Source: an optimization exercise on an open RTL-to-GDS flow (aim: small area, a short achievable clock period and few clock cycles per item). Production flows keep margins and buffers that such runs may drop. The RTL was checked by simulation tests, not by an equivalence proof against the original design.

## flow/constraint.sdc

```tcl
create_clock -name core_clock -period 8.0 [get_ports {clk}]
set_input_delay 1.6000 -clock core_clock [delete_from_list [all_inputs] [get_ports {clk}]]
set_output_delay 1.6000 -clock core_clock [all_outputs]
set_load 0.01 [all_outputs]
```

## flow/config.mk

```make
export PLATFORM = sky130hd
export DESIGN_NAME = kw_unwrap
export DESIGN_NICKNAME = kw_unwrap
export VERILOG_FILES = /design/flow/design.v
export SDC_FILE = /design/flow/constraint.sdc
export NUM_CORES = 8
export LEC_CHECK = 0
export CAP_MARGIN = 20
export CORE_MARGIN = 2
export CORE_UTILIZATION = 25
export SETUP_SLACK_MARGIN = 0.2
export SLEW_MARGIN = 20
export SYNTH_HIERARCHICAL = 1
```

## flow/design.v

```verilog
module aes_sbox (
    input  wire [7:0] a,
    output wire [7:0] y
);
    wire t0, t1, t2, t3, t4, t5, t6, t7, t8, t9, t10, t11, t12, t13, t14, t15, t16, t17, t18, t19, t20, t21, t22, t23, t24, t25, t26, t27, t28, t29, t30, M1, M2, M3, M4, M5, M6, M7, M8, M9, M10, M11, M12, M13, M14, M15, M16, M17, M18, M19, M20, M21, M22, M23, M24, M25, M26, M27, M28, M29, M30, M31, M32, M33, M34, M35, M36, M37, M38, M39, M40, M41, M42, M43, M44, M45, M46, M47, M48, M49, M50, M51, M52, M53, M54, M55, M56, M57, M58, M59, M60, M61, M62, M63, b0, b1, b2, b3, b4, b5, b6, b7, b8, b9, b10, b11, b12, b13, b14, b15, b16, b17, b18, b19, b20, b21, b22, b23, b24, b25, b26, b27, b28, b29, b30, b31, b32, b33, b34, b35, b36;
    sx2 g0 (.a(a[1]), .b(a[3]), .y(t0));
    sx2 g1 (.a(a[5]), .b(a[6]), .y(t1));
    sx2 g2 (.a(a[2]), .b(a[7]), .y(t2));
    sx2 g3 (.a(a[0]), .b(t1), .y(t3));
    sx2 g4 (.a(a[4]), .b(a[7]), .y(t4));
    sx2 g5 (.a(t0), .b(t4), .y(t5));
    sx2 g6 (.a(a[6]), .b(t0), .y(t6));
    sx2 g7 (.a(a[5]), .b(t2), .y(t7));
    sx2 g8 (.a(a[2]), .b(a[4]), .y(t8));
    sx2 g9 (.a(a[2]), .b(a[5]), .y(t9));
    sx2 g10 (.a(a[1]), .b(a[4]), .y(t10));
    sx2 g11 (.a(a[1]), .b(a[7]), .y(t11));
    sx2 g12 (.a(a[0]), .b(a[2]), .y(t12));
    sx2 g13 (.a(t2), .b(t10), .y(t13));
    sx2 g14 (.a(a[4]), .b(t2), .y(t14));
    sx2 g15 (.a(a[1]), .b(t2), .y(t15));
    sx2 g16 (.a(t1), .b(t8), .y(t16));
    sx2 g17 (.a(t0), .b(t9), .y(t17));
    sx2 g18 (.a(a[3]), .b(t7), .y(t18));
    sx2 g19 (.a(a[0]), .b(t5), .y(t19));
    sx2 g20 (.a(a[4]), .b(t7), .y(t20));
    sx2 g21 (.a(t1), .b(t5), .y(t21));
    sx2 g22 (.a(t3), .b(t15), .y(t22));
    sx2 g23 (.a(t6), .b(t14), .y(t23));
    sx2 g24 (.a(t0), .b(t7), .y(t24));
    sx2 g25 (.a(a[2]), .b(t6), .y(t25));
    sx2 g26 (.a(t0), .b(t16), .y(t26));
    sx2 g27 (.a(t6), .b(t12), .y(t27));
    sx2 g28 (.a(a[7]), .b(t3), .y(t28));
    sx2 g29 (.a(a[1]), .b(t3), .y(t29));
    sx2 g30 (.a(a[4]), .b(t3), .y(t30));
    snand2 g31 (.a(t13), .b(t5), .y(M1));
    snand2 g32 (.a(t22), .b(t19), .y(M2));
    sxn2 g33 (.a(t23), .b(M1), .y(M3));
    snand2 g34 (.a(t30), .b(a[0]), .y(M4));
    sx2 g35 (.a(M4), .b(M1), .y(M5));
    snand2 g36 (.a(t11), .b(t17), .y(M6));
    snand2 g37 (.a(t29), .b(t3), .y(M7));
    sxn2 g38 (.a(t18), .b(M6), .y(M8));
    snand2 g39 (.a(t28), .b(t27), .y(M9));
    sx2 g40 (.a(M9), .b(M6), .y(M10));
    snand2 g41 (.a(t4), .b(t25), .y(M11));
    snand2 g42 (.a(t8), .b(t20), .y(M12));
    sx2 g43 (.a(M12), .b(M11), .y(M13));
    snand2 g44 (.a(t2), .b(t21), .y(M14));
    sx2 g45 (.a(M14), .b(M11), .y(M15));
    sxn2 g46 (.a(M3), .b(M2), .y(M16));
    sx2 g47 (.a(M5), .b(t26), .y(M17));
    sxn2 g48 (.a(M8), .b(M7), .y(M18));
    sx2 g49 (.a(M10), .b(M15), .y(M19));
    sx2 g50 (.a(M16), .b(M13), .y(M20));
    sx2 g51 (.a(M17), .b(M15), .y(M21));
    sx2 g52 (.a(M18), .b(M13), .y(M22));
    sx2 g53 (.a(M19), .b(t24), .y(M23));
    sxn2 g54 (.a(M22), .b(M23), .y(M24));
    snand2 g55 (.a(M22), .b(M20), .y(M25));
    sx2 g56 (.a(M21), .b(M25), .y(M26));
    sxn2 g57 (.a(M20), .b(M21), .y(M27));
    sx2 g58 (.a(M23), .b(M25), .y(M28));
    snor2 g59 (.a(M28), .b(M27), .y(M29));
    snor2 g60 (.a(M26), .b(M24), .y(M30));
    snand2 g61 (.a(M20), .b(M23), .y(M31));
    snor2 g62 (.a(M27), .b(M31), .y(M32));
    sx2 g63 (.a(M27), .b(M25), .y(M33));
    snand2 g64 (.a(M21), .b(M22), .y(M34));
    snor2 g65 (.a(M24), .b(M34), .y(M35));
    sx2 g66 (.a(M24), .b(M25), .y(M36));
    sx2 g67 (.a(M21), .b(M29), .y(M37));
    sx2 g68 (.a(M32), .b(M33), .y(M38));
    sx2 g69 (.a(M23), .b(M30), .y(M39));
    sx2 g70 (.a(M35), .b(M36), .y(M40));
    sx2 g71 (.a(M38), .b(M40), .y(M41));
    sx2 g72 (.a(M37), .b(M39), .y(M42));
    sx2 g73 (.a(M37), .b(M38), .y(M43));
    sx2 g74 (.a(M39), .b(M40), .y(M44));
    sx2 g75 (.a(M42), .b(M41), .y(M45));
    snand2 g76 (.a(M44), .b(t5), .y(M46));
    snand2 g77 (.a(M40), .b(t19), .y(M47));
    snand2 g78 (.a(M39), .b(a[0]), .y(M48));
    snand2 g79 (.a(M43), .b(t17), .y(M49));
    snand2 g80 (.a(M38), .b(t3), .y(M50));
    snand2 g81 (.a(M37), .b(t27), .y(M51));
    snand2 g82 (.a(M42), .b(t25), .y(M52));
    snand2 g83 (.a(M45), .b(t20), .y(M53));
    snand2 g84 (.a(M41), .b(t21), .y(M54));
    snand2 g85 (.a(M44), .b(t13), .y(M55));
    snand2 g86 (.a(M40), .b(t22), .y(M56));
    snand2 g87 (.a(M39), .b(t30), .y(M57));
    snand2 g88 (.a(M43), .b(t11), .y(M58));
    snand2 g89 (.a(M38), .b(t29), .y(M59));
    snand2 g90 (.a(M37), .b(t28), .y(M60));
    snand2 g91 (.a(M42), .b(t4), .y(M61));
    snand2 g92 (.a(M45), .b(t8), .y(M62));
    snand2 g93 (.a(M41), .b(t2), .y(M63));
    sx2 g94 (.a(M56), .b(M61), .y(b0));
    sxn2 g95 (.a(M62), .b(b0), .y(b1));
    sx2 g96 (.a(M46), .b(M49), .y(b2));
    sx2 g97 (.a(M54), .b(M58), .y(b3));
    sx2 g98 (.a(M50), .b(M53), .y(b4));
    sx2 g99 (.a(M48), .b(M60), .y(b5));
    sx2 g100 (.a(M51), .b(M59), .y(b6));
    sx2 g101 (.a(M47), .b(M50), .y(b7));
    sxn2 g102 (.a(M55), .b(b7), .y(b8));
    sx2 g103 (.a(M46), .b(M52), .y(b9));
    sxn2 g104 (.a(M61), .b(b6), .y(b10));
    sxn2 g105 (.a(M62), .b(b10), .y(b11));
    sx2 g106 (.a(b3), .b(b5), .y(b12));
    sxn2 g107 (.a(M55), .b(b1), .y(b13));
    sx2 g108 (.a(M48), .b(M51), .y(b14));
    sx2 g109 (.a(M61), .b(M63), .y(b15));
    sx2 g110 (.a(M48), .b(M58), .y(b16));
    sx2 g111 (.a(M49), .b(M52), .y(b17));
    sxn2 g112 (.a(M57), .b(b2), .y(b18));
    sx2 g113 (.a(M47), .b(M53), .y(b19));
    sx2 g114 (.a(b2), .b(b8), .y(b20));
    sx2 g115 (.a(b8), .b(b14), .y(b21));
    sx2 g116 (.a(b9), .b(b15), .y(b22));
    sx2 g117 (.a(b2), .b(b16), .y(b23));
    sxn2 g118 (.a(b12), .b(b22), .y(b24));
    sxn2 g119 (.a(b11), .b(b23), .y(b25));
    sx2 g120 (.a(b1), .b(b21), .y(b26));
    sx2 g121 (.a(b4), .b(b17), .y(b27));
    sx2 g122 (.a(b1), .b(b12), .y(b28));
    sx2 g123 (.a(b4), .b(b11), .y(b29));
    sx2 g124 (.a(b9), .b(b19), .y(b30));
    sx2 g125 (.a(b1), .b(b20), .y(b31));
    sx2 g126 (.a(b4), .b(b18), .y(b32));
    sxn2 g127 (.a(b13), .b(b30), .y(b33));
    sx2 g128 (.a(b28), .b(b32), .y(b34));
    sxn2 g129 (.a(b3), .b(b29), .y(b35));
    sx2 g130 (.a(b13), .b(b27), .y(b36));
    assign y[7] = b36;
    assign y[6] = b33;
    assign y[5] = b24;
    assign y[4] = b31;
    assign y[3] = b26;
    assign y[2] = b34;
    assign y[1] = b35;
    assign y[0] = b25;
endmodule
module sx2 (input wire a, input wire b, output wire y);
    assign y = a ^ b;
endmodule
module sxn2 (input wire a, input wire b, output wire y);
    assign y = ~(a ^ b);
endmodule
module snand2 (input wire a, input wire b, output wire y);
    assign y = ~(a & b);
endmodule
module snor2 (input wire a, input wire b, output wire y);
    assign y = ~(a | b);
endmodule
module aes_inv_sbox (
    input  wire [7:0] a,
    output wire [7:0] y
);
    wire t0, t1, t2, t3, t4, t5, t6, t7, t8, t9, t10, t11, t12, t13, t14, t15, t16, t17, t18, t19, t20, t21, t22, t23, t24, t25, t26, t27, t28, t29, M1, M2, M3, M4, M5, M6, M7, M8, M9, M10, M11, M12, M13, M14, M15, M16, M17, M18, M19, M20, M21, M22, M23, M24, M25, M26, M27, M28, M29, M30, M31, M32, M33, M34, M35, M36, M37, M38, M39, M40, M41, M42, M43, M44, M45, M46, M47, M48, M49, M50, M51, M52, M53, M54, M55, M56, M57, M58, M59, M60, M61, M62, M63, b0, b1, b2, b3, b4, b5, b6, b7, b8, b9, b10, b11, b12, b13, b14, b15, b16, b17, b18, b19, b20, b21, b22, b23, b24, b25, b26, b27, b28, b29, b30, b31, b32, b33, b34, b35, b36, b37, b38, b39;
    sx2 g0 (.a(a[4]), .b(a[6]), .y(t0));
    sx2 g1 (.a(a[0]), .b(a[1]), .y(t1));
    sx2 g2 (.a(a[3]), .b(a[4]), .y(t2));
    sx2 g3 (.a(a[3]), .b(a[6]), .y(t3));
    sx2 g4 (.a(a[2]), .b(a[7]), .y(t4));
    sx2 g5 (.a(t0), .b(t1), .y(t5));
    sx2 g6 (.a(a[6]), .b(a[7]), .y(t6));
    sx2 g7 (.a(a[7]), .b(t0), .y(t7));
    sx2 g8 (.a(t1), .b(t3), .y(t8));
    sx2 g9 (.a(a[0]), .b(a[7]), .y(t9));
    sx2 g10 (.a(a[1]), .b(a[2]), .y(t10));
    sx2 g11 (.a(a[0]), .b(a[5]), .y(t11));
    sx2 g12 (.a(a[0]), .b(a[3]), .y(t12));
    sx2 g13 (.a(a[1]), .b(a[5]), .y(t13));
    sx2 g14 (.a(a[2]), .b(a[5]), .y(t14));
    sxn2 g15 (.a(a[4]), .b(a[7]), .y(t15));
    sx2 g16 (.a(a[5]), .b(t4), .y(t16));
    sx2 g17 (.a(t1), .b(t2), .y(t17));
    sx2 g18 (.a(t1), .b(t6), .y(t18));
    sxn2 g19 (.a(t3), .b(t9), .y(t19));
    sx2 g20 (.a(t2), .b(t10), .y(t20));
    sx2 g21 (.a(a[5]), .b(t2), .y(t21));
    sx2 g22 (.a(a[0]), .b(t2), .y(t22));
    sx2 g23 (.a(t0), .b(t11), .y(t23));
    sxn2 g24 (.a(t3), .b(t13), .y(t24));
    sxn2 g25 (.a(t0), .b(t14), .y(t25));
    sxn2 g26 (.a(t4), .b(t5), .y(t26));
    sx2 g27 (.a(t4), .b(t8), .y(t27));
    sxn2 g28 (.a(a[5]), .b(t5), .y(t28));
    sx2 g29 (.a(a[3]), .b(t7), .y(t29));
    snor2 g30 (.a(t18), .b(t25), .y(M1));
    snor2 g31 (.a(t15), .b(t7), .y(M2));
    sxn2 g32 (.a(t27), .b(M1), .y(M3));
    snor2 g33 (.a(t5), .b(t16), .y(M4));
    sx2 g34 (.a(M4), .b(M1), .y(M5));
    snand2 g35 (.a(t17), .b(t24), .y(M6));
    snor2 g36 (.a(t0), .b(t22), .y(M7));
    sx2 g37 (.a(t23), .b(M6), .y(M8));
    snor2 g38 (.a(t8), .b(t28), .y(M9));
    sxn2 g39 (.a(M9), .b(M6), .y(M10));
    snand2 g40 (.a(t2), .b(t26), .y(M11));
    snor2 g41 (.a(t29), .b(t20), .y(M12));
    sxn2 g42 (.a(M12), .b(M11), .y(M13));
    snor2 g43 (.a(t6), .b(t19), .y(M14));
    sxn2 g44 (.a(M14), .b(M11), .y(M15));
    sx2 g45 (.a(M3), .b(M2), .y(M16));
    sxn2 g46 (.a(M5), .b(t12), .y(M17));
    sx2 g47 (.a(M8), .b(M7), .y(M18));
    sx2 g48 (.a(M10), .b(M15), .y(M19));
    sx2 g49 (.a(M16), .b(M13), .y(M20));
    sx2 g50 (.a(M17), .b(M15), .y(M21));
    sx2 g51 (.a(M18), .b(M13), .y(M22));
    sxn2 g52 (.a(M19), .b(t21), .y(M23));
    sxn2 g53 (.a(M22), .b(M23), .y(M24));
    snand2 g54 (.a(M22), .b(M20), .y(M25));
    sx2 g55 (.a(M21), .b(M25), .y(M26));
    sxn2 g56 (.a(M20), .b(M21), .y(M27));
    sx2 g57 (.a(M23), .b(M25), .y(M28));
    snor2 g58 (.a(M28), .b(M27), .y(M29));
    snor2 g59 (.a(M26), .b(M24), .y(M30));
    snand2 g60 (.a(M20), .b(M23), .y(M31));
    snor2 g61 (.a(M27), .b(M31), .y(M32));
    sx2 g62 (.a(M27), .b(M25), .y(M33));
    snand2 g63 (.a(M21), .b(M22), .y(M34));
    snor2 g64 (.a(M24), .b(M34), .y(M35));
    sx2 g65 (.a(M24), .b(M25), .y(M36));
    sxn2 g66 (.a(M21), .b(M29), .y(M37));
    sxn2 g67 (.a(M32), .b(M33), .y(M38));
    sxn2 g68 (.a(M23), .b(M30), .y(M39));
    sxn2 g69 (.a(M35), .b(M36), .y(M40));
    sxn2 g70 (.a(M38), .b(M40), .y(M41));
    sx2 g71 (.a(M37), .b(M39), .y(M42));
    sx2 g72 (.a(M37), .b(M38), .y(M43));
    sxn2 g73 (.a(M39), .b(M40), .y(M44));
    sx2 g74 (.a(M42), .b(M41), .y(M45));
    snor2 g75 (.a(M44), .b(t25), .y(M46));
    snor2 g76 (.a(M40), .b(t7), .y(M47));
    snor2 g77 (.a(M39), .b(t16), .y(M48));
    snand2 g78 (.a(M43), .b(t24), .y(M49));
    snor2 g79 (.a(M38), .b(t22), .y(M50));
    snor2 g80 (.a(M37), .b(t28), .y(M51));
    snand2 g81 (.a(M42), .b(t26), .y(M52));
    snor2 g82 (.a(M45), .b(t20), .y(M53));
    snor2 g83 (.a(M41), .b(t19), .y(M54));
    snor2 g84 (.a(M44), .b(t18), .y(M55));
    snor2 g85 (.a(M40), .b(t15), .y(M56));
    snor2 g86 (.a(M39), .b(t5), .y(M57));
    snand2 g87 (.a(M43), .b(t17), .y(M58));
    snor2 g88 (.a(M38), .b(t0), .y(M59));
    snor2 g89 (.a(M37), .b(t8), .y(M60));
    snand2 g90 (.a(M42), .b(t2), .y(M61));
    snor2 g91 (.a(M45), .b(t29), .y(M62));
    snor2 g92 (.a(M41), .b(t6), .y(M63));
    sx2 g93 (.a(M52), .b(M61), .y(b0));
    sx2 g94 (.a(M50), .b(b0), .y(b1));
    sxn2 g95 (.a(M54), .b(M58), .y(b2));
    sx2 g96 (.a(M62), .b(b2), .y(b3));
    sx2 g97 (.a(M59), .b(b1), .y(b4));
    sx2 g98 (.a(M48), .b(M56), .y(b5));
    sx2 g99 (.a(M47), .b(M60), .y(b6));
    sx2 g100 (.a(b5), .b(b6), .y(b7));
    sx2 g101 (.a(M57), .b(M63), .y(b8));
    sx2 g102 (.a(M46), .b(M51), .y(b9));
    sxn2 g103 (.a(M49), .b(b7), .y(b10));
    sx2 g104 (.a(M51), .b(M59), .y(b11));
    sx2 g105 (.a(M48), .b(M59), .y(b12));
    sx2 g106 (.a(M55), .b(M63), .y(b13));
    sx2 g107 (.a(M49), .b(M58), .y(b14));
    sxn2 g108 (.a(M58), .b(b5), .y(b15));
    sxn2 g109 (.a(M49), .b(b11), .y(b16));
    sxn2 g110 (.a(M55), .b(M61), .y(b17));
    sx2 g111 (.a(M46), .b(b12), .y(b18));
    sx2 g112 (.a(b8), .b(b15), .y(b19));
    sx2 g113 (.a(M47), .b(b9), .y(b20));
    sx2 g114 (.a(M53), .b(b14), .y(b21));
    sx2 g115 (.a(b0), .b(b16), .y(b22));
    sx2 g116 (.a(b0), .b(b18), .y(b23));
    sx2 g117 (.a(M53), .b(b9), .y(b24));
    sx2 g118 (.a(M54), .b(b13), .y(b25));
    sx2 g119 (.a(b8), .b(b17), .y(b26));
    sx2 g120 (.a(M57), .b(b3), .y(b27));
    sx2 g121 (.a(b10), .b(b25), .y(b28));
    sx2 g122 (.a(M62), .b(b21), .y(b29));
    sx2 g123 (.a(b1), .b(b10), .y(b30));
    sx2 g124 (.a(b19), .b(b24), .y(b31));
    sx2 g125 (.a(b3), .b(b22), .y(b32));
    sx2 g126 (.a(b3), .b(b20), .y(b33));
    sx2 g127 (.a(b3), .b(b23), .y(b34));
    sx2 g128 (.a(b4), .b(b28), .y(b35));
    sx2 g129 (.a(b4), .b(b31), .y(b36));
    sx2 g130 (.a(b4), .b(b33), .y(b37));
    sx2 g131 (.a(b4), .b(b29), .y(b38));
    sx2 g132 (.a(b27), .b(b30), .y(b39));
    assign y[7] = b32;
    assign y[6] = b35;
    assign y[5] = b39;
    assign y[4] = b34;
    assign y[3] = b36;
    assign y[2] = b37;
    assign y[1] = b38;
    assign y[0] = b26;
endmodule
module aes_inv_mixcol (
    input  wire [31:0] c,
    output wire [31:0] y
);
    wire m0, m1, m2, m3, m4, m5, m6, m7, m8, m9, m10, m11, m12, m13, m14, m15, m16, m17, m18, m19, m20, m21, m22, m23, m24, m25, m26, m27, m28, m29, m30, m31, m32, m33, m34, m35, m36, m37, m38, m39, m40, m41, m42, m43, m44, m45, m46, m47, m48, m49, m50, m51, m52, m53, m54, m55, m56, m57, m58, m59, m60, m61, m62, m63, m64, m65, m66, m67, m68, m69, m70, m71, m72, m73, m74, m75, m76, m77, m78, m79, m80, m81, m82, m83, m84, m85, m86, m87, m88, m89, m90, m91, m92, m93, m94, m95, m96, m97, m98, m99, m100, m101, m102, m103, m104, m105, m106, m107, m108, m109, m110, m111, m112, m113, m114, m115, m116, m117, m118, m119, m120, m121, m122, m123, m124, m125, m126, m127, m128, m129, m130, m131, m132, m133, m134, m135, m136, m137, m138, m139, m140, m141, m142, m143, m144, m145, m146, m147, m148, m149, m150, m151, m152, m153, m154, m155, m156, m157, m158, m159, m160, m161, m162, m163, m164, m165, m166, m167, m168, m169, m170, m171, m172, m173, m174, m175, m176, m177, m178, m179;
    sx2 x0 (.a(c[5]), .b(c[21]), .y(m0));
    sx2 x1 (.a(c[13]), .b(c[29]), .y(m1));
    sx2 x2 (.a(c[14]), .b(c[30]), .y(m2));
    sx2 x3 (.a(c[6]), .b(c[22]), .y(m3));
    sx2 x4 (.a(m0), .b(m1), .y(m4));
    sx2 x5 (.a(c[3]), .b(c[31]), .y(m5));
    sx2 x6 (.a(c[15]), .b(c[19]), .y(m6));
    sx2 x7 (.a(c[7]), .b(c[23]), .y(m7));
    sx2 x8 (.a(c[18]), .b(m2), .y(m8));
    sx2 x9 (.a(c[26]), .b(m3), .y(m9));
    sx2 x10 (.a(c[16]), .b(m4), .y(m10));
    sx2 x11 (.a(c[1]), .b(c[17]), .y(m11));
    sx2 x12 (.a(c[9]), .b(c[25]), .y(m12));
    sx2 x13 (.a(c[11]), .b(c[27]), .y(m13));
    sx2 x14 (.a(c[12]), .b(c[28]), .y(m14));
    sx2 x15 (.a(c[4]), .b(c[20]), .y(m15));
    sx2 x16 (.a(c[8]), .b(c[24]), .y(m16));
    sx2 x17 (.a(c[2]), .b(c[10]), .y(m17));
    sx2 x18 (.a(m7), .b(m13), .y(m18));
    sx2 x19 (.a(m5), .b(m6), .y(m19));
    sx2 x20 (.a(m8), .b(m9), .y(m20));
    sx2 x21 (.a(c[0]), .b(c[31]), .y(m21));
    sx2 x22 (.a(c[0]), .b(m16), .y(m22));
    sx2 x23 (.a(m4), .b(m12), .y(m23));
    sx2 x24 (.a(m14), .b(m15), .y(m24));
    sx2 x25 (.a(c[7]), .b(m11), .y(m25));
    sx2 x26 (.a(m18), .b(m19), .y(m26));
    sx2 x27 (.a(m17), .b(m20), .y(m27));
    sx2 x28 (.a(m10), .b(m22), .y(m28));
    sx2 x29 (.a(c[15]), .b(c[23]), .y(m29));
    sx2 x30 (.a(c[7]), .b(c[15]), .y(m30));
    sx2 x31 (.a(c[23]), .b(c[27]), .y(m31));
    sx2 x32 (.a(m2), .b(m21), .y(m32));
    sx2 x33 (.a(c[31]), .b(m24), .y(m33));
    sx2 x34 (.a(c[15]), .b(c[16]), .y(m34));
    sx2 x35 (.a(m5), .b(m31), .y(m35));
    sx2 x36 (.a(c[2]), .b(m11), .y(m36));
    sx2 x37 (.a(m2), .b(m30), .y(m37));
    sx2 x38 (.a(m1), .b(m7), .y(m38));
    sx2 x39 (.a(m3), .b(m29), .y(m39));
    sx2 x40 (.a(c[25]), .b(m3), .y(m40));
    sx2 x41 (.a(m7), .b(m16), .y(m41));
    sx2 x42 (.a(m2), .b(m15), .y(m42));
    sx2 x43 (.a(c[10]), .b(m5), .y(m43));
    sx2 x44 (.a(c[17]), .b(m17), .y(m44));
    sx2 x45 (.a(c[11]), .b(m6), .y(m45));
    sx2 x46 (.a(m3), .b(m14), .y(m46));
    sx2 x47 (.a(m8), .b(m14), .y(m47));
    sx2 x48 (.a(m1), .b(m19), .y(m48));
    sx2 x49 (.a(m9), .b(m15), .y(m49));
    sx2 x50 (.a(m25), .b(m43), .y(m50));
    sx2 x51 (.a(m0), .b(m18), .y(m51));
    sx2 x52 (.a(m23), .b(m47), .y(m52));
    sx2 x53 (.a(m23), .b(m49), .y(m53));
    sx2 x54 (.a(c[1]), .b(c[9]), .y(m54));
    sx2 x55 (.a(c[12]), .b(c[20]), .y(m55));
    sx2 x56 (.a(c[4]), .b(c[21]), .y(m56));
    sx2 x57 (.a(c[11]), .b(c[28]), .y(m57));
    sx2 x58 (.a(c[20]), .b(c[28]), .y(m58));
    sx2 x59 (.a(c[5]), .b(c[29]), .y(m59));
    sx2 x60 (.a(c[6]), .b(c[30]), .y(m60));
    sx2 x61 (.a(c[10]), .b(c[12]), .y(m61));
    sx2 x62 (.a(c[9]), .b(c[24]), .y(m62));
    sx2 x63 (.a(c[14]), .b(c[21]), .y(m63));
    sx2 x64 (.a(c[12]), .b(c[29]), .y(m64));
    sx2 x65 (.a(c[7]), .b(c[31]), .y(m65));
    sx2 x66 (.a(c[17]), .b(c[24]), .y(m66));
    sx2 x67 (.a(c[6]), .b(c[13]), .y(m67));
    sx2 x68 (.a(c[10]), .b(c[25]), .y(m68));
    sx2 x69 (.a(c[13]), .b(c[30]), .y(m69));
    sx2 x70 (.a(c[14]), .b(c[22]), .y(m70));
    sx2 x71 (.a(c[1]), .b(c[8]), .y(m71));
    sx2 x72 (.a(c[22]), .b(c[30]), .y(m72));
    sx2 x73 (.a(c[0]), .b(c[24]), .y(m73));
    sx2 x74 (.a(c[3]), .b(c[7]), .y(m74));
    sx2 x75 (.a(c[2]), .b(c[4]), .y(m75));
    sx2 x76 (.a(c[6]), .b(c[14]), .y(m76));
    sx2 x77 (.a(c[8]), .b(c[23]), .y(m77));
    sx2 x78 (.a(m0), .b(m70), .y(m78));
    sx2 x79 (.a(c[8]), .b(m21), .y(m79));
    sx2 x80 (.a(m2), .b(m17), .y(m80));
    sx2 x81 (.a(m11), .b(m61), .y(m81));
    sx2 x82 (.a(c[28]), .b(m56), .y(m82));
    sx2 x83 (.a(c[1]), .b(m21), .y(m83));
    sx2 x84 (.a(m6), .b(m13), .y(m84));
    sx2 x85 (.a(c[2]), .b(m54), .y(m85));
    sx2 x86 (.a(c[26]), .b(m74), .y(m86));
    sx2 x87 (.a(m3), .b(m13), .y(m87));
    sx2 x88 (.a(c[13]), .b(m58), .y(m88));
    sx2 x89 (.a(m0), .b(m29), .y(m89));
    sx2 x90 (.a(c[29]), .b(m63), .y(m90));
    sx2 x91 (.a(c[4]), .b(m64), .y(m91));
    sx2 x92 (.a(m3), .b(m65), .y(m92));
    sx2 x93 (.a(c[5]), .b(m55), .y(m93));
    sx2 x94 (.a(c[19]), .b(m12), .y(m94));
    sx2 x95 (.a(c[21]), .b(m67), .y(m95));
    sx2 x96 (.a(m11), .b(m62), .y(m96));
    sx2 x97 (.a(c[5]), .b(m69), .y(m97));
    sx2 x98 (.a(c[9]), .b(m34), .y(m98));
    sx2 x99 (.a(m6), .b(m31), .y(m99));
    sx2 x100 (.a(c[23]), .b(m66), .y(m100));
    sx2 x101 (.a(c[22]), .b(m59), .y(m101));
    sx2 x102 (.a(m34), .b(m68), .y(m102));
    sx2 x103 (.a(m12), .b(m71), .y(m103));
    sx2 x104 (.a(c[15]), .b(m72), .y(m104));
    sx2 x105 (.a(m9), .b(m98), .y(m105));
    sx2 x106 (.a(c[18]), .b(m87), .y(m106));
    sx2 x107 (.a(c[20]), .b(m35), .y(m107));
    sx2 x108 (.a(m32), .b(m44), .y(m108));
    sx2 x109 (.a(m46), .b(m97), .y(m109));
    sx2 x110 (.a(m39), .b(m96), .y(m110));
    sx2 x111 (.a(m81), .b(m99), .y(m111));
    sx2 x112 (.a(m40), .b(m44), .y(m112));
    sx2 x113 (.a(m37), .b(m103), .y(m113));
    sx2 x114 (.a(m30), .b(m78), .y(m114));
    sx2 x115 (.a(m45), .b(m75), .y(m115));
    sx2 x116 (.a(m35), .b(m94), .y(m116));
    sx2 x117 (.a(m25), .b(m40), .y(m117));
    sx2 x118 (.a(m32), .b(m100), .y(m118));
    sx2 x119 (.a(m12), .b(m86), .y(m119));
    sx2 x120 (.a(m83), .b(m102), .y(m120));
    sx2 x121 (.a(m9), .b(m84), .y(m121));
    sx2 x122 (.a(m24), .b(m38), .y(m122));
    sx2 x123 (.a(m8), .b(m41), .y(m123));
    sx2 x124 (.a(m41), .b(m85), .y(m124));
    sx2 x125 (.a(m4), .b(m39), .y(m125));
    sx2 x126 (.a(m38), .b(m76), .y(m126));
    sx2 x127 (.a(m42), .b(m101), .y(m127));
    sx2 x128 (.a(c[23]), .b(m36), .y(m128));
    sx2 x129 (.a(m42), .b(m95), .y(m129));
    sx2 x130 (.a(m37), .b(m73), .y(m130));
    sx2 x131 (.a(m16), .b(m92), .y(m131));
    sx2 x132 (.a(m60), .b(m89), .y(m132));
    sx2 x133 (.a(m46), .b(m90), .y(m133));
    sx2 x134 (.a(m32), .b(m77), .y(m134));
    sx2 x135 (.a(m4), .b(m79), .y(m135));
    sx2 x136 (.a(m8), .b(m45), .y(m136));
    sx2 x137 (.a(m80), .b(m116), .y(m137));
    sx2 x138 (.a(m112), .b(m123), .y(m138));
    sx2 x139 (.a(m33), .b(m114), .y(m139));
    sx2 x140 (.a(m10), .b(m130), .y(m140));
    sx2 x141 (.a(m48), .b(m93), .y(m141));
    sx2 x142 (.a(m36), .b(m107), .y(m142));
    sx2 x143 (.a(m10), .b(m134), .y(m143));
    sx2 x144 (.a(m20), .b(m124), .y(m144));
    sx2 x145 (.a(m51), .b(m88), .y(m145));
    sx2 x146 (.a(m26), .b(m127), .y(m146));
    sx2 x147 (.a(m26), .b(m129), .y(m147));
    sx2 x148 (.a(m50), .b(m57), .y(m148));
    sx2 x149 (.a(m10), .b(m113), .y(m149));
    sx2 x150 (.a(m26), .b(m133), .y(m150));
    sx2 x151 (.a(m104), .b(m122), .y(m151));
    sx2 x152 (.a(m33), .b(m132), .y(m152));
    sx2 x153 (.a(m22), .b(m125), .y(m153));
    sx2 x154 (.a(m119), .b(m136), .y(m154));
    sx2 x155 (.a(m33), .b(m126), .y(m155));
    sx2 x156 (.a(m26), .b(m109), .y(m156));
    sx2 x157 (.a(m20), .b(m120), .y(m157));
    sx2 x158 (.a(m105), .b(m108), .y(m158));
    sx2 x159 (.a(m117), .b(m135), .y(m159));
    sx2 x160 (.a(m25), .b(m115), .y(m160));
    sx2 x161 (.a(m50), .b(m106), .y(m161));
    sx2 x162 (.a(m10), .b(m110), .y(m162));
    sx2 x163 (.a(m48), .b(m82), .y(m163));
    sx2 x164 (.a(m23), .b(m118), .y(m164));
    sx2 x165 (.a(m121), .b(m128), .y(m165));
    sx2 x166 (.a(m10), .b(m131), .y(m166));
    sx2 x167 (.a(m51), .b(m91), .y(m167));
    sx2 x168 (.a(m52), .b(m142), .y(m168));
    sx2 x169 (.a(m28), .b(m161), .y(m169));
    sx2 x170 (.a(m53), .b(m148), .y(m170));
    sx2 x171 (.a(m53), .b(m111), .y(m171));
    sx2 x172 (.a(m28), .b(m154), .y(m172));
    sx2 x173 (.a(m28), .b(m137), .y(m173));
    sx2 x174 (.a(m52), .b(m160), .y(m174));
    sx2 x175 (.a(m27), .b(m163), .y(m175));
    sx2 x176 (.a(m27), .b(m167), .y(m176));
    sx2 x177 (.a(m27), .b(m145), .y(m177));
    sx2 x178 (.a(m28), .b(m165), .y(m178));
    sx2 x179 (.a(m27), .b(m141), .y(m179));
    assign y[0] = m166;
    assign y[1] = m164;
    assign y[2] = m157;
    assign y[3] = m178;
    assign y[4] = m168;
    assign y[5] = m175;
    assign y[6] = m146;
    assign y[7] = m152;
    assign y[8] = m140;
    assign y[9] = m159;
    assign y[10] = m144;
    assign y[11] = m173;
    assign y[12] = m170;
    assign y[13] = m176;
    assign y[14] = m156;
    assign y[15] = m155;
    assign y[16] = m153;
    assign y[17] = m149;
    assign y[18] = m158;
    assign y[19] = m169;
    assign y[20] = m174;
    assign y[21] = m179;
    assign y[22] = m147;
    assign y[23] = m139;
    assign y[24] = m143;
    assign y[25] = m162;
    assign y[26] = m138;
    assign y[27] = m172;
    assign y[28] = m171;
    assign y[29] = m177;
    assign y[30] = m150;
    assign y[31] = m151;
endmodule
module kw_unwrap (
    input  wire         clk,
    input  wire         rst,       
    input  wire         start,     
    input  wire [127:0] kek,       
    input  wire [191:0] wrapped,   
    output wire         busy,
    output wire         done,      
    output wire         ok,        
    output wire [127:0] key        
);
    localparam [63:0] KW_IV = 64'hA6A6A6A6A6A6A6A6;
    reg         busy_r;
    reg         done_r;
    reg         kexp;     
    reg         first;    
    reg [3:0]   rnd;      
    reg [3:0]   t;        
    reg [127:0] st;       
    reg [63:0]  ro;       
    reg [127:0] rk;       
    reg [127:0] kl;       
    wire accept = start && !busy_r;
    genvar gb, gc, gr;
    wire last   = !kexp && (rnd == 4'd0);
    assign busy = busy_r;
    assign done = done_r;
    assign ok   = (st[127:64] == KW_IV);
    assign key  = {st[63:0], ro};
    wire [31:0]  w0 = rk[127:96];
    wire [31:0]  w1 = rk[95:64];
    wire [31:0]  w2 = rk[63:32];
    wire [31:0]  w3 = rk[31:0];
    wire [31:0]  v3 = w3 ^ w2;    
    wire [31:0]  v2 = w2 ^ w1;
    wire [31:0]  v1 = w1 ^ w0;
    wire [31:0]  rot = {v3[23:0], v3[31:24]};
    wire [31:0]  sw_out;
    generate
        for (gb = 0; gb < 4; gb = gb + 1) begin : g_sbox
            aes_sbox u_sbox (.a(rot[8*gb +: 8]), .y(sw_out[8*gb +: 8]));
        end
    endgenerate
    wire [9:0]   rd = {rnd == 4'd9, rnd == 4'd8, rnd == 4'd7, rnd == 4'd6, rnd == 4'd5,
                       rnd == 4'd4, rnd == 4'd3, rnd == 4'd2, rnd == 4'd1, rnd == 4'd0};
    wire [7:0]   rcon = {rd[7], rd[6], rd[5] | rd[9], rd[4] | rd[8] | rd[9],
                         rd[3] | rd[8], rd[2] | rd[9], rd[1] | rd[8] | rd[9], rd[0] | rd[8]};
    wire [31:0]  temp = sw_out ^ {rcon, 24'h000000};
    wire [31:0]  n0 = w0 ^ temp;
    wire         fin = kexp && (rnd == 4'd9);    
    wire [31:0]  n2 = v2 ^ n0;
    wire [127:0] key_step = {n0, v1 ^ (temp & {32{kexp}}), v2 ^ (n0 & {32{kexp}}),
                             v3 ^ (n2 & {32{fin}})};
    wire [127:0] key_prev = {n0, v1, v2, v3};
    wire         step12 = (t == 4'd12);
    wire [127:0] blk = (step12 ? {kl[127:64] ^ 64'd12, kl[63:0]}
                               : {st[127:64] ^ {60'd0, t}, ro}) ^ rk;
    wire [127:0] imc;
    generate
        for (gc = 0; gc < 4; gc = gc + 1) begin : g_imc
            aes_inv_mixcol u_imc (.c(st[32*gc +: 32]), .y(imc[32*gc +: 32]));
        end
    endgenerate
    wire [127:0] x = first ? blk : imc;
    wire [127:0] isr;
    generate
        for (gc = 0; gc < 4; gc = gc + 1) begin : g_col
            for (gr = 0; gr < 4; gr = gr + 1) begin : g_row
                assign isr[127 - 8*(gr + 4*((gc + gr) % 4)) -: 8] =
                       x[127 - 8*(gr + 4*gc) -: 8];
            end
        end
    endgenerate
    wire [127:0] isb;
    generate
        for (gb = 0; gb < 16; gb = gb + 1) begin : g_isbox
            aes_inv_sbox u_isbox (.a(isr[8*gb +: 8]), .y(isb[8*gb +: 8]));
        end
    endgenerate
    wire [127:0] ark = isb ^ key_prev;
    always @(posedge clk) begin
        if (rst) begin
            busy_r <= 1'b0;
            done_r <= 1'b0;
            kexp   <= 1'b0;
            first  <= 1'b0;
        end else begin
            done_r <= 1'b0;
            if (accept) begin
                busy_r <= 1'b1;
                kexp   <= 1'b1;
                first  <= 1'b0;
                rnd    <= 4'd0;
                t      <= 4'd12;
            end else if (busy_r) begin
                if (kexp) begin
                    if (rnd == 4'd9) begin
                        kexp  <= 1'b0;
                        first <= 1'b1;
                    end else begin
                        rnd <= rnd + 4'd1;
                    end
                end else begin
                    first <= (rnd == 4'd0) && (t != 4'd1);
                    if (rnd == 4'd0) begin
                        rnd <= 4'd9;
                        t   <= t - 4'd1;
                        if (t == 4'd1) begin
                            busy_r <= 1'b0;
                            done_r <= 1'b1;
                        end
                    end else begin
                        rnd <= rnd - 4'd1;
                    end
                end
            end
        end
    end
    always @(posedge clk) begin
        if (accept)
            rk <= {kek[127:32], kek[63:32] ^ kek[31:0]};
        else if (last)
            rk <= kl;
        else
            rk <= key_step;
    end
    always @(posedge clk) begin
        if (accept)
            kl <= {wrapped[191:128], wrapped[63:0]};
        else if (first && step12)
            kl <= rk;
    end
    always @(posedge clk) begin
        st <= ark;
        if (accept)
            ro <= wrapped[127:64];
        else if (first && !step12)
            ro <= st[63:0];
    end
endmodule
```

## flow/flow/run.sh

```bash
#!/bin/bash
# The standard layout (the standard.sh: ORFS synthesis to finish), with
# two changes in how it is made:
#  - the port buffers that global placement inserts on every input and
#    output are the smallest buffer (buf_1) instead of clkdlybuf4s50_1;
#  - clock tree synthesis inserts no dummy loads.
# ORFS writes each step's full log under orfs/logs/; make's own output goes
# to flow.log here.
set -euo pipefail
export BUFFER_PORTS_ARGS="-buffer_cell sky130_fd_sc_hd__buf_1"
export CTS_ARGS="-sink_clustering_enable -repair_clock_nets -dont_use_dummy_load"
bash standard.sh finish > flow.log 2>&1
```

## flow/standard.sh

```bash
#!/bin/bash
# synth_recipe.tcl (not shown) runs the flow's synth.tcl, then flattens the netlist and writes it again
# the make line also repeats each setting of config.mk as NAME=value (left out here)
make -C /OpenROAD-flow-scripts/flow DESIGN_CONFIG=/design/flow/config.mk WORK_HOME=/design/flow/orfs CLKGATE_MAP_FILE= SYNTH_SCRIPT=/design/flow/synth_recipe.tcl "${@:-finish}"
```

==> results.cfg, run 1 <==
[run_status]
outcome = timing/DRC/antenna clean

[sta]
worst_slack_ns = 0.451
worst_slew_pin_slew_ns = 1.19
finalHoldViolations = 0
setup_viol = 0
relSlewSlack_pct = 20.0
fin_worst_skew_ns = 0.0592
period_share_pct = 94.4
rsz0062_at_grt = true
finalMaxSlewViolations = 0
period_minus_slack_ns = 7.55
fmax_mhz = 132

[global_routing]
busiest_layer = met2
antenna_found_initial = 14
overflow = 0
grt_pass1_vias = 44600
grt_pass1_wl_um = 334000
track_usage_pct = 20.8
grt_max_degree = 133
grtUsageMet1_pct = 26.2
met3_usage_pct = 3.36
grtUsageMet2_pct = 32.8

[critical_path]
critPathMaxStageDelay_ns = 0.50
ff2ff_setup_slack_ns = 0.45
critPathTopFamily = XOR/XNOR gates
crit_slowest_cell = xor2_1
start_kind = flop
required_ns = 8.53
worstPathArrival_ns = 8.08
rr_endpoint = st[113]$_DFF_P_
end_kind = flop
worstSetupPathDepth = 24
path_class = flop to flop
r2r_start = st[29]$_DFF_P_
crit_path_cell_trace = xor2_1 > xor2_2 > xor2_1 > xor2_1 > xor2_1 > mux2_2 > xor2_1 > buf_4 > xor2_1 > xnor2_1 > nand2_1 > xnor2_1 > xor2_1 > xnor2_1 > xnor2_1 > nor2_1 > xnor2_1 > xor2_1 > nand2_1 > xor2_1 > xor2_1 > xor2_2 > xor2_1 > xnor2_1
crit_top_cell = xor2_1
crit_buf_inv = 1
reg2reg_depth = 24
crit_path_max_fanout = 6

[routing]
route.vias.total = 44500
drtPass1Iterations = 5
viasPerCell = 4.65
wirelength_um = 242000
drtAntennaViolNets = 0
routedWlPerCell_um = 25.2
drc = 0
first_iter_violations = 4006

[synth]
syn_area_sq_mm = 0.0548
synth_edf_count = 200
synthMuxAreaShare_pct = 4.88
synthSimpleGateAreaFrac_pct = 12.1
synth.distinct_cells = 66
synth_xor_area_share_pct = 51.6
async_reset_ff_share_pct = 0
synth_compound_area_share_pct = 4.02
synth_seq_cells = 460
synth_area_per_cell_sq_um = 8.46
synth_nets = 6812
synthAdderAreaFrac_pct = 0.160
synth_top_area_cell = xor2_1
seq_area_frac_synth_pct = 20.5
synth_area_leaders = xor2_1, xnor2_1, edfxtp_1
synthCells = 6482
synth_top_family_by_area = XOR/XNOR gates
yosysWarnings = 7
synthFlopType = dfxtp_1
synth_top_area_share_pct = 36.3

[floorplanning]
die_w_um = 472
initial_core_util_pct = 25.2
die_h_um = 472
coreArea_sq_mm = 0.218
row_count = 171
ios = 454
die_area_sq_mm = 0.223

[clocking]
clk_pin_slew_worst_paths_ns = 0.06
holdBufCountCts = 0
htreeDepth = 2
tritoncts = yes
cts_root_buf = clkbuf_16
cts_made_buffers = 58
clockBufferDepth = 3
clk_latency_ns = 0.68
cts_sinks = 460

[flow_run]
cap_violations = 0

[finish]
final_cell_mix = xor2_1, nand2_1, xnor2_1, nor2_1, buf_1
layout_commonest_cell = xor2_1
nets = 7058
post-route-util_pct = 27.8
area_delta_synth_final_pct = 10.4
drive_above_1_share_pct = 8.21
fillers = 23300

[hold_path]
min_path_type = flop to flop
hold_depth = 2
worstHoldStart = kl[122]$_DFFE_PP_
worstHoldEndpoint = rk[122]$_DFF_P_

[place]
dpl.hpwl_um = 201000
portBuffers = 453
dpl_worst_slack_ns = -0.141
gp_congestion = 1.01
==> tightest hold or removal path: stages, from the launching register on <==
cell and delay, ns:
edfxtp_1 0.35, a21oi_1 0.07, a21oi_1 0.13
==> Yosys stat by module (local to each module, per instance) <==
module / flip-flops and latches / area [sq um] / times used / cells inside
sx2: 0 / 8.76 / 2228 / 1
aes_inv_sbox: 0 / 60.1 / 16 / 8
kw_unwrap: 460 / 26500 / 1 / 2822
aes_sbox: 0 / 60.1 / 4 / 8
sxn2: 0 / 8.76 / 464 / 1
aes_inv_mixcol: 0 / 240 / 4 / 32
snand2: 0 / 3.75 / 264 / 1
snor2: 0 / 3.75 / 416 / 1
==> layer usage <==
layer,up-vias,share of wire [%]
met5,-,0.026
met4,10,7.6
met3,418,6.6
met2,1788,44
met1,21700,42
li1,20600,-
==> cells by family (layout without fill, tap and decap cells) <==
logic type               after synthesis  after routing
XOR/XNOR                            3186           3186
buffers and inverters                581            825
flip-flops                           460            460
multiplexers                         252            252
adder cells (fa/ha/maj)                7              7
AND/OR/NAND/NOR                     1640           1640
other                                  0              2
AO/OA/AOI/OAI                        356            356
==> timing repair <==
action	CTS	global route
setup endpoints to repair	6	52
resized for setup	4	35
buffers inserted	0	0
pin swaps	0	2
==> per-stage QoR <==
| step | setup TNS (ns) | instances | cell area, sq um | hold WS [ns] |
|---|---|---|---|---|
| 4_1_cts | 0 | 9580 | 60200 | 0.582 |
| 2_1_floorplan | 0 | 6482 | 54800 | 0.501 |
| 3_5_place_dp | -0.141 | 9522 | 58800 | 0.565 |
| 3_3_place_gp | -0.135 | 9522 | 58800 | 0.549 |
| 6_report | 0 | 9582 | 60500 | 0.582 |
| 5_1_grt | 0 | 9581 | 60500 | 0.614 |
==> cells in the mapped netlist, types with 7 or more instances <==
cell type,n
a21oi_1,105
inv_1,37
nand2b_1,7
clkbuf_1,124
buf_4,357
xnor2_1,884
o21ai_0,19
buf_1,12
a211o_1,8
xor2_1,2274
nand3_1,33
o21ai_1,51
nand2_1,971
nor2_1,537
o211ai_1,29
mux2_2,124
o31ai_1,24
ha_1,7
mux2i_1,128
buf_2,32
o22ai_1,22
buf_6,19
nor4_1,13
xnor3_1,27
nor3_2,29
a31oi_1,57
a32oi_1,7
dfxtp_1,260
edfxtp_1,200
nor3_1,7
==> worst max-delay path by stage <==
stage	from	end	slack, ns
after detailed placement	st[101]$_DFF_P_	st[6]$_DFF_P_	-0.14
after floorplan	t[0]$_SDFFCE_PP0P_	kl[0]$_DFFE_PP_	0.48
after global placement	st[101]$_DFF_P_	st[6]$_DFF_P_	-0.13
after CTS	st[29]$_DFF_P_	st[118]$_DFF_P_	0.25
final	st[29]$_DFF_P_	st[113]$_DFF_P_	0.45
after global routing	st[13]$_DFF_P_	st[113]$_DFF_P_	0.14
==> state kept, by name (all words and copies together), names as in the netlist, 4 cells and up <==
signal,count
kl,128
st,128
rk,128
ro,64
t,4
rnd,4
==> final cells by class <==
type                            count  area (sq um)  area share [%]
Multi-Input combinational cell   5441         40200            66.5
Clock buffer                       58          1450            2.40
Tap cell                         2854          3570            5.90
Inverter                           37           139           0.230
Antenna cell                        2          5.00         0.00827
Sequential cell                   460         11200            18.5
Timing Repair Buffer              730          3870            6.39
Testbench counts, summed over its fixed seeds: cycles 67,072, items 512.
==> run 2, diff against run 1 <==
--- a/flow/config.mk
+++ b/flow/config.mk
@@ -8,6 +8,6 @@
 export CAP_MARGIN = 20
 export CORE_MARGIN = 2
 export CORE_UTILIZATION = 25
-export SETUP_SLACK_MARGIN = 0.2
+export SETUP_SLACK_MARGIN = 0.5
 export SLEW_MARGIN = 20
 export SYNTH_HIERARCHICAL = 1
==> run 2 against run 1 <==
  * Still clean
  * Cell count rose by 0.22%
  * First-iteration DRC count fell by 5.7%
  * Worst setup slack improved by 0.26 ns
  * Maximum frequency rose by 3.6%
  * Synthesized area did not move
  * Global-route usage barely moved
  * Largest cell class unchanged
==> results.cfg, run 2 <==
[critical_path]
start_kind = flop
path_class = flop to flop
rr_endpoint = st[54]$_DFF_P_
end_kind = flop
r2r_start = st[67]$_DFF_P_
reg2reg_depth = 22
cp-endpoint = st[54]$_DFF_P_
crit_path_max_fanout = 6
setup.worst_path.start = st[67]$_DFF_P_
worstPathArrival_ns = 7.80
ff2ff_setup_slack_ns = 0.71
required_ns = 8.51

[sta]
fmax_mhz = 137
period_minus_slack_ns = 7.29
relSlewSlack_pct = 23.5
finalHoldViolations = 0
fin_worst_skew_ns = 0.0765
period_share_pct = 91.1
setup_viol = 0
whs_ns = 0.567
worst_slew_pin_slew_ns = 1.14
rsz0062_at_grt = true
finalMaxSlewViolations = 0

[clocking]
clockBufferDepth = 3
cts_made_buffers = 60
tritoncts = yes
cts_sinks = 460
clk_latency_ns = 0.71
holdBufCountCts = 0
clk_pin_slew_worst_paths_ns = 0.06
cts_root_buf = clkbuf_16
htreeDepth = 2

[synth]
synthFlopType = dfxtp_1
yosysWarnings = 7
synth_seq_cells = 460
seq_area_frac_synth_pct = 20.5
synth.distinct_cells = 66
synthCells = 6482
synth_nets = 6812
synth_edf_count = 200
synth_top_area_share_pct = 36.3
synth_commonest_cells = xor2_1, nand2_1, xnor2_1, nor2_1, buf_4
syn_area_sq_mm = 0.0548
async_reset_ff_share_pct = 0
synth_top_area_cell = xor2_1
yosysMostFrequentCell = xor2_1
synth_area_leaders = xor2_1, xnor2_1, edfxtp_1
synth_area_per_cell_sq_um = 8.46

[global_routing]
track_usage_pct = 20.8
grt_pass1_vias = 44500
overflow = 0
grt_pass1_wl_um = 334000
antenna_found_initial = 20
grt_max_degree = 116

[finish]
ff_latch_area_sq_mm = 0.0112
area_delta_synth_final_pct = 11.7
reg_top3 = kl (128), rk (128), st (128)
stdcell_area_sq_mm = 0.0612
multi_input_area_sq_mm = 0.0408
final_cell_mix = xor2_1, nand2_1, xnor2_1, nor2_1, buf_1
drive_above_1_share_pct = 9.36
layout_commonest_cell = xor2_1
nets = 7077
fillers = 23300

[hold_path]
min_path_type = flop to flop

[run_status]
outcome = timing/DRC/antenna clean

[place]
portBuffers = 453
dpl.hpwl_um = 202000
gp_congestion = 0.990
place_area_sq_mm = 0.0589

[routing]
drc = 0
wirelength_um = 242000
drtAntennaViolNets = 0
drtPass1Iterations = 6
viasPerCell = 4.64
route.vias.total = 44600
first_iter_violations = 3779
routedWlPerCell_um = 25.2

[floorplanning]
row_count = 171
die_h_um = 472
die_w_um = 472
coreArea_sq_mm = 0.218
initial_core_util_pct = 25.2
die_area_sq_mm = 0.223
ios = 454

[flow_run]
cap_violations = 0
==> run 2: cell counts after synthesis <==
Identical to the previous run, type by type.
==> run 2: repair_timing <==
action,in CTS,in global routing
cloned,0,0
setup buffers,0,2
endpoints found under the setup margin,24,100
gates resized for setup,13,93
pin swaps,0,3
==> run 2: layer usage <==
| metal | wire length [um] | up-vias | part of all wire (%) | global-route usage (%) |
|---|---|---|---|---|
| li1 | - | 20600 | - | - |
| met1 | 101000 | 21600 | 42 | 26.4 |
| met2 | 108000 | 1838 | 45 | 33.5 |
| met3 | 14900 | 470 | 6.2 | 2.86 |
| met4 | 17400 | 20 | 7.2 | 12.4 |
| met5 | 120 | - | 0.050 | 0 |
==> run 2: cell families after synthesis <==
logic type      count (synthesis)  synth area share (%)
compound gates                356                  4.02
xor+xnor                     3186                  51.6
fa+ha+maj                       7                 0.160
buf+inv                       581                  6.76
flops                         460                  20.5
mux                           252                  4.88
simple gates                 1640                  12.1
==> run 2: how the worst min path moves through the flow <==
stage	start	to	slack, ns	cells past startpoint
finish	kl[127]$_DFFE_PP_	rk[127]$_DFF_P_	0.57	2
global route	kl[115]$_DFFE_PP_	rk[115]$_DFF_P_	0.61	2
CTS	kl[127]$_DFFE_PP_	rk[127]$_DFF_P_	0.57	2
detailed placement	kl[127]$_DFFE_PP_	rk[127]$_DFF_P_	0.56	2
global placement	kl[127]$_DFFE_PP_	rk[127]$_DFF_P_	0.55	2
floorplan	kl[126]$_DFFE_PP_	rk[126]$_DFF_P_	0.50	2
==> run 2: through the flow <==
stage | setup TNS, ns | setup slack, ns | std cells | utilization (%)
floorplan | 0 | 1.33 | 6482 | -
global placement | -0.0299 | -0.0299 | 9537 | 27.1
detailed placement | -0.000609 | -0.000609 | 9537 | 27.1
CTS | 0 | 0.283 | 9597 | 27.8
global route | 0 | 0.381 | 9599 | 28.1
finish | 0 | 0.711 | 9603 | 28.1
==> run 2: area by class of cell <==
type,count,area share [%]
clock buffers,60,2.45
well taps,2854,5.83
repair buffers,747,6.57
inverters,37,0.227
flip-flops and latches,460,18.3
multi-input cells,5441,66.6
diodes,4,0.0163
==> run 2: per-module statistics from Yosys (local to each module, per instance) <==
module | area [sq um] | flops+latches | times used | cells
snand2 | 3.75 | 0 | 264 | 1
kw_unwrap | 26500 | 460 | 1 | 2822
aes_sbox | 60.1 | 0 | 4 | 8
aes_inv_mixcol | 240 | 0 | 4 | 32
sxn2 | 8.76 | 0 | 464 | 1
sx2 | 8.76 | 0 | 2228 | 1
aes_inv_sbox | 60.1 | 0 | 16 | 8
snor2 | 3.75 | 0 | 416 | 1
==> run 2: worst max-delay path, cell delays in order, from the launching register on <==
cell and delay (ns):
dfxtp_1 0.59, xor2_1 0.42, xor2_1 0.34, xor2_1 0.47
xor2_1 0.30, mux2_2 0.31, xor2_1 0.16, buf_4 0.19
xor2_1 0.37, xnor2_1 0.20, nand2_1 0.13, xnor2_1 0.32
xor2_1 0.50, xnor2_1 0.26, nor2_1 0.15, xnor2_2 0.33
xor2_1 0.30, nand2_1 0.15, xor2_1 0.36, xor2_1 0.35
xor2_2 0.32, xor2_1 0.17, xnor2_2 0.41
==> run 3, diff against run 2 <==
--- a/flow/config.mk
+++ b/flow/config.mk
@@ -8,6 +8,6 @@
 export CAP_MARGIN = 20
 export CORE_MARGIN = 2
 export CORE_UTILIZATION = 25
-export SETUP_SLACK_MARGIN = 0.5
+export SETUP_SLACK_MARGIN = 2.0
 export SLEW_MARGIN = 20
 export SYNTH_HIERARCHICAL = 1
==> run 3 against run 2 <==
  * Still clean on timing, DRC and antenna
  * Count of clock-buffer cells in the layout grew 1
  * Sequential share of layout area down 4.7 points
  * Synthesized area did not move
  * Synthesized cell count unchanged
  * Critical path depth up 5
  * Die area unchanged
  * Hold slack got worse by 0.0040 ns
  * Wire length increased by 13%
==> results.cfg, run 3 <==
[sta]
period_share_pct = 79.0
rsz0062_at_grt = true
whs_ns = 0.563
worst_slew_pin_slew_ns = 1.17
fmax_mhz = 158
worst_slack_ns = 1.68
finalMaxSlewViolations = 0
finalHoldViolations = 0
setup_viol = 0
fin_worst_skew_ns = 0.106
tns_ns = 0
relSlewSlack_pct = 21.4
period_minus_slack_ns = 6.32

[hold_path]
min_path_type = flop to flop

[synth]
seq_area_frac_synth_pct = 20.5
syn_area_sq_mm = 0.0548
synth_top_area_cell = xor2_1
synth_area_leaders = xor2_1, xnor2_1, edfxtp_1
synthFlopType = dfxtp_1
synth_area_per_cell_sq_um = 8.46
async_reset_ff_share_pct = 0
yosysWarnings = 7
synth_seq_cells = 460
synth_edf_count = 200
synth.distinct_cells = 66
synth_commonest_cells = xor2_1, nand2_1, xnor2_1, nor2_1, buf_4
synth_top_area_share_pct = 36.3
synthCells = 6482
yosysMostFrequentCell = xor2_1
synth_nets = 6812

[finish]
area_delta_synth_final_pct = 54.0
reg_top3 = kl (128), rk (128), st (128)
nets = 7861
final_cell_mix = xor2_1, buf_4, nand2_1, xor2_2, xnor2_1
stdcell_area_sq_mm = 0.0844
layout_commonest_cell = xor2_1
drive_above_1_share_pct = 41.3

[place]
dpl.hpwl_um = 201000
dpl_worst_slack_ns = 0.122
portBuffers = 453
gp_congestion = 1.01
place_area_sq_mm = 0.0593

[flow_run]
cap_violations = 0

[routing]
drc = 0
drtAntennaViolNets = 0
first_iter_violations = 4528
route.vias.total = 50300
wirelength_um = 274000
drtPass1Iterations = 6
viasPerCell = 4.84
routedWlPerCell_um = 26.4

[global_routing]
track_usage_pct = 21.8
grt_pass1_wl_um = 350000
antenna_found_initial = 23
overflow = 0
grt_pass1_vias = 47600
grt_max_degree = 139

[critical_path]
end_kind = flop
crit_top_cell = xor2_2
worstPathArrival_ns = 6.87
start_kind = flop
crit_path_max_fanout = 5
critPathTopFamily = XOR/XNOR gates
critPathMaxStageDelay_ns = 0.42
required_ns = 8.55
crit_slowest_cell = dfxtp_2
crit_buf_inv = 5
path_class = flop to flop

[clocking]
cts_made_buffers = 61
holdBufCountCts = 0
tritoncts = yes
clk_pin_slew_worst_paths_ns = 0.06
clk_latency_ns = 0.73
clockBufferDepth = 3
htreeDepth = 2
cts_sinks = 460
cts_root_buf = clkbuf_16

[floorplanning]
coreArea_sq_mm = 0.218
die_w_um = 472
die_h_um = 472
initial_core_util_pct = 25.2
row_count = 171
die_area_sq_mm = 0.223
ios = 454

[run_status]
outcome = timing/DRC/antenna clean
[run 3: changes by cell type in the layout (fill, tap and decap cells not counted), sizes merged]
| cell | delta |
|---|---|
| buf | +780 |
| clkinvlp | +12 |
| inv | -12 |
| clkbuf | +4 |
| diode | -1 |
[run 3: path summary, 6_finish.rpt]
check                    startpoint              end  slack, ns  cells past startpoint
hold reg to reg   kl[127]$_DFFE_PP_  rk[127]$_DFF_P_       0.56                      2
setup reg to reg    st[113]$_DFF_P_   st[42]$_DFF_P_       1.68                     27
hold / removal    kl[127]$_DFFE_PP_  rk[127]$_DFF_P_       0.56                      2
setup / recovery    st[113]$_DFF_P_   st[42]$_DFF_P_       1.68                     27
[run 3: routing by layer]
metal,global-route usage [%],wire length (um),share of wire (%)
met5,0,91,0.033
met4,16.2,27300,10
met3,3.21,21100,7.7
met2,34.4,123000,45
met1,26.8,103000,37
[run 3: layout make-up]
class / instances / area (sq um)
fill: 20200 / 133000
timing repair buffer: 1530 / 11200
clock buffer: 61 / 1530
antenna: 3 / 7.51
inverter: 37 / 184
sequential: 460 / 11500
tap: 2854 / 3570
multi-input combinational: 5441 / 56500
[run 3: kinds of logic after synthesis]
kind of cell    share of synthesized area [%]
compound gates                           4.02
xor+xnor                                 51.6
fa+ha+maj                               0.160
buf+inv                                  6.76
flops                                    20.5
mux                                      4.88
simple gates                             12.1
[run 3: per-stage QoR]
stage	utilization [%]	cells
floorplan	-	6482
global route	38.8	10400
CTS	32.5	9798
detailed placement	27.3	9395
finish	38.8	10400
global placement	27.3	9395
[run 3: timing repair]
action                      CTS  global route
gates resized for setup    1022          1348
gates cloned                  1             3
pin swaps                   368           795
setup buffers               341           582
setup endpoints to repair   256           219
[run 3: tightest hold or removal path, stage by stage, from the launching register on]
cell      delay, ns
edfxtp_1       0.35
a21oi_1        0.07
o21ai_1        0.10
[run 3: Yosys stat by module, one instance, submodules excluded]
module	copies in the design	area, sq um
kw_unwrap	1	26500
aes_inv_mixcol	4	240
aes_inv_sbox	16	60.1
aes_sbox	4	60.1
sx2	2228	8.76
sxn2	464	8.76
snand2	264	3.75
snor2	416	3.75
==> run 4, diff against run 3 <==
--- a/flow/config.mk
+++ b/flow/config.mk
@@ -8,6 +8,6 @@
 export CAP_MARGIN = 20
 export CORE_MARGIN = 2
 export CORE_UTILIZATION = 25
-export SETUP_SLACK_MARGIN = 2.0
+export SETUP_SLACK_MARGIN = 1.0
 export SLEW_MARGIN = 20
 export SYNTH_HIERARCHICAL = 1
==> run 4 against run 3 <==
  * Global-route usage is 0.90 points lower
  * Utilization is 9.6 points lower
  * Hold slack gained 0.0030 ns
  * Register-to-register slack worse by 0.49 ns
  * Highest routed layer unchanged
  * Synthesized cell count stayed put
==> results.cfg, run 4 <==
[global_routing]
grt_pass1_vias = 44700
met3_usage_pct = 2.74
busiest_layer = met2
overflow = 0
grtUsageMet1_pct = 26.4
grtUsageMet2_pct = 33.6
grt_pass1_wl_um = 335000
track_usage_pct = 20.9
antenna_found_initial = 16
grt_max_degree = 116

[place]
dpl.hpwl_um = 202000
portBuffers = 453
gp_congestion = 0.990
dp.cells = 9537

[critical_path]
crit_slowest_cell = xnor3_1
end_kind = flop
crit_top_cell = xor2_1
worstPathArrival_ns = 7.40
reg2reg_depth = 22
crit_path_cell_trace = xnor2_1 > buf_4 > inv_1 > xor2_2 > xor2_1 > xor2_1 > nand2_1 > xor2_1 > xor2_1 > xor2_2 > xnor2_1 > xor2_1 > xor2_2 > xor2_1 > nand2_1 > xor2_1 > xor2_1 > xnor2_1 > xnor3_1 > mux2i_1 > o211ai_1 > nor2_1
required_ns = 8.58
start_kind = flop
path_class = flop to flop
rr_endpoint = rk[24]$_DFF_P_
ff2ff_setup_slack_ns = 1.18
r2r_start = rk[19]$_DFF_P_
critPathMaxStageDelay_ns = 0.78
crit_path_max_fanout = 6

[clocking]
htreeDepth = 2
cts_made_buffers = 60
clockBufferDepth = 3
tritoncts = yes
clk_pin_slew_worst_paths_ns = 0.06
clk_latency_ns = 0.71
cts_root_buf = clkbuf_16
cts_sinks = 460

[synth]
synth_area_per_cell_sq_um = 8.46
syn_area_sq_mm = 0.0548
synth_area_leaders = xor2_1, xnor2_1, edfxtp_1
async_reset_ff_share_pct = 0
synth_edf_count = 200
synth.distinct_cells = 66
synthCells = 6482
synth_top_area_share_pct = 36.3
synthFlopType = dfxtp_1
synth_top_area_cell = xor2_1
synth_nets = 6812
synth_seq_cells = 460
yosysWarnings = 7
seq_area_frac_synth_pct = 20.5
yosysMostFrequentCell = xor2_1
synth_commonest_cells = xor2_1, nand2_1, xnor2_1, nor2_1, buf_4

[routing]
drc = 0
viasPerCell = 4.66
first_iter_violations = 3747
route.vias.total = 44800
drtPass1Iterations = 6
wirelength_um = 244000
drtAntennaViolNets = 0
routedWlPerCell_um = 25.3

[finish]
nets = 7104
reg_top3 = kl (128), rk (128), st (128)
layout_commonest_cell = xor2_1
layoutNonFillerInstCount = 9632
area_delta_synth_final_pct = 15.9
drive_above_1_share_pct = 13.8
final_cell_mix = xor2_1, nand2_1, xnor2_1, nor2_1, buf_1

[sta]
finalHoldViolations = 0
worst_slew_pin_slew_ns = 1.17
fin_worst_skew_ns = 0.0748
rsz0062_at_grt = true
setup_viol = 0
whs_ns = 0.566
period_share_pct = 85.2
relSlewSlack_pct = 21.6
finalMaxSlewViolations = 0
period_minus_slack_ns = 6.82
fmax_mhz = 147

[hold_path]
worstHoldEndpoint = rk[127]$_DFF_P_
hold_depth = 2
worstHoldStart = kl[127]$_DFFE_PP_
min_path_type = flop to flop

[floorplanning]
ios = 454
die_area_sq_mm = 0.223
die_h_um = 472
initial_core_util_pct = 25.2
coreArea_sq_mm = 0.218
die_w_um = 472
row_count = 171

[run_status]
outcome = timing/DRC/antenna clean

[flow_run]
cap_violations = 0
## run 4: cell types whose count changed in the layout (fill, tap and decap cells not counted), sizes merged
cell and delta:
inv +12, diode +3, buf -753, clkbuf -4, clkinvlp -12
## run 4: logic make-up after synthesis
group	count (synthesis)	synth area share, %
xor+xnor	3186	51.6
simple gates	1640	12.1
buf+inv	581	6.76
flops	460	20.5
compound gates	356	4.02
mux	252	4.88
fa+ha+maj	7	0.160
## run 4: worst max path at each step
stage	from	to	slack, ns	cells after the start
2_1_floorplan	st[69]$_DFF_P_	st[102]$_DFF_P_	1.33	26
3_3_place_gp	st[85]$_DFF_P_	st[54]$_DFF_P_	-0.03	22
3_5_place_dp	st[85]$_DFF_P_	st[54]$_DFF_P_	-0.0006	24
4_1_cts	st[85]$_DFF_P_	st[54]$_DFF_P_	0.85	23
5_1_grt	t[0]$_SDFFCE_PP0P_	st[93]$_DFF_P_	0.85	28
6_report	rk[19]$_DFF_P_	rk[24]$_DFF_P_	1.18	22
## run 4: routing by layer
layer  share of wire, %  vias to the layer above
li1                   -                    20600
met1                 41                    21900
met2                 45                     1853
met3                6.2                      476
met4                7.4                       14
met5              0.038                        -
## run 4: cell type report
cell class | instances | area [sq um]
Fill cell | 23100 | 154000
Multi-Input combinational cell | 5441 | 42800
Sequential cell | 460 | 11300
Timing Repair Buffer | 774 | 4240
Tap cell | 2854 | 3570
Clock buffer | 60 | 1500
Inverter | 37 | 139
Antenna cell | 6 | 15.0
## run 4: worst max-delay path: cells and delay by family (launching register included)
kind                   cells  cell delay (ns)
buffers and inverters      2             0.31
AND/OR/NAND/NOR            3             0.50
flip-flops                 1             0.49
AO/OA/AOI/OAI              1             0.12
multiplexers               1             0.25
XOR/XNOR                  15             5.06
## run 4: timing repair
item / CTS / global route
endpoints found under the setup margin: 110 / 161
gates resized for setup: 106 / 290
setup buffers: 11 / 18
cloned: 0 / 0
hold buffers: 0 / 0
pin swaps: 7 / 49
## run 4: stage by stage
step / area (sq um) / worst slack [ns] / utilization [%] / TNS [ns]
after detailed placement: 58900 / -0.000609 / 27.1 / -0.000609
after CTS: 61300 / 0.847 / 28.2 / 0
after global routing: 63500 / 0.847 / 29.2 / 0
after floorplan: 54800 / 1.33 / - / 0
final: 63500 / 1.18 / 29.2 / 0
after global placement: 58900 / -0.0299 / 27.1 / -0.0299
## run 4: per-module statistics from Yosys (local to each module, per instance), a selection
module,area (sq um),times used,cells
kw_unwrap,26500,1,2822
aes_inv_mixcol,240,4,32
aes_inv_sbox,60.1,16,8
aes_sbox,60.1,4,8
sx2,8.76,2228,1
snand2,3.75,264,1
snor2,3.75,416,1

what the ideal ports hide:
In the flow no input, the clock included, has a driving cell. The finished layouts below were timed again as built, in two steps. Step 1 assumes that a clkbuf_16 drives the clock port and a buf_2 every other input. Step 2 also shifts input and output timing later by t, the mid clock arrival at the registers, as if the neighbouring blocks saw the same clock. Slacks: no drivers / after step 1 / after step 2; pairs: no drivers / after step 1.
run	t, ns	setup WS [ns]	worst hold slack (ns)	worst setup path at the end	slew at the worst register clock pin (ns)
run 1	0.728	0.451 / 0.451 / 0.451	0.582 / 0.582 / 0.582	register to register	0.07 / 0.07
run 2	0.746	0.711 / 0.711 / 0.711	0.567 / 0.567 / 0.567	register to register	0.07 / 0.07
run 3	0.748	1.678 / 1.678 / 1.678	0.563 / 0.563 / 0.563	register to register	0.07 / 0.07
run 4	0.744	1.183 / 1.183 / 1.183	0.566 / 0.566 / 0.566	register to register	0.06 / 0.06
After both steps every run listed still meets setup and hold.
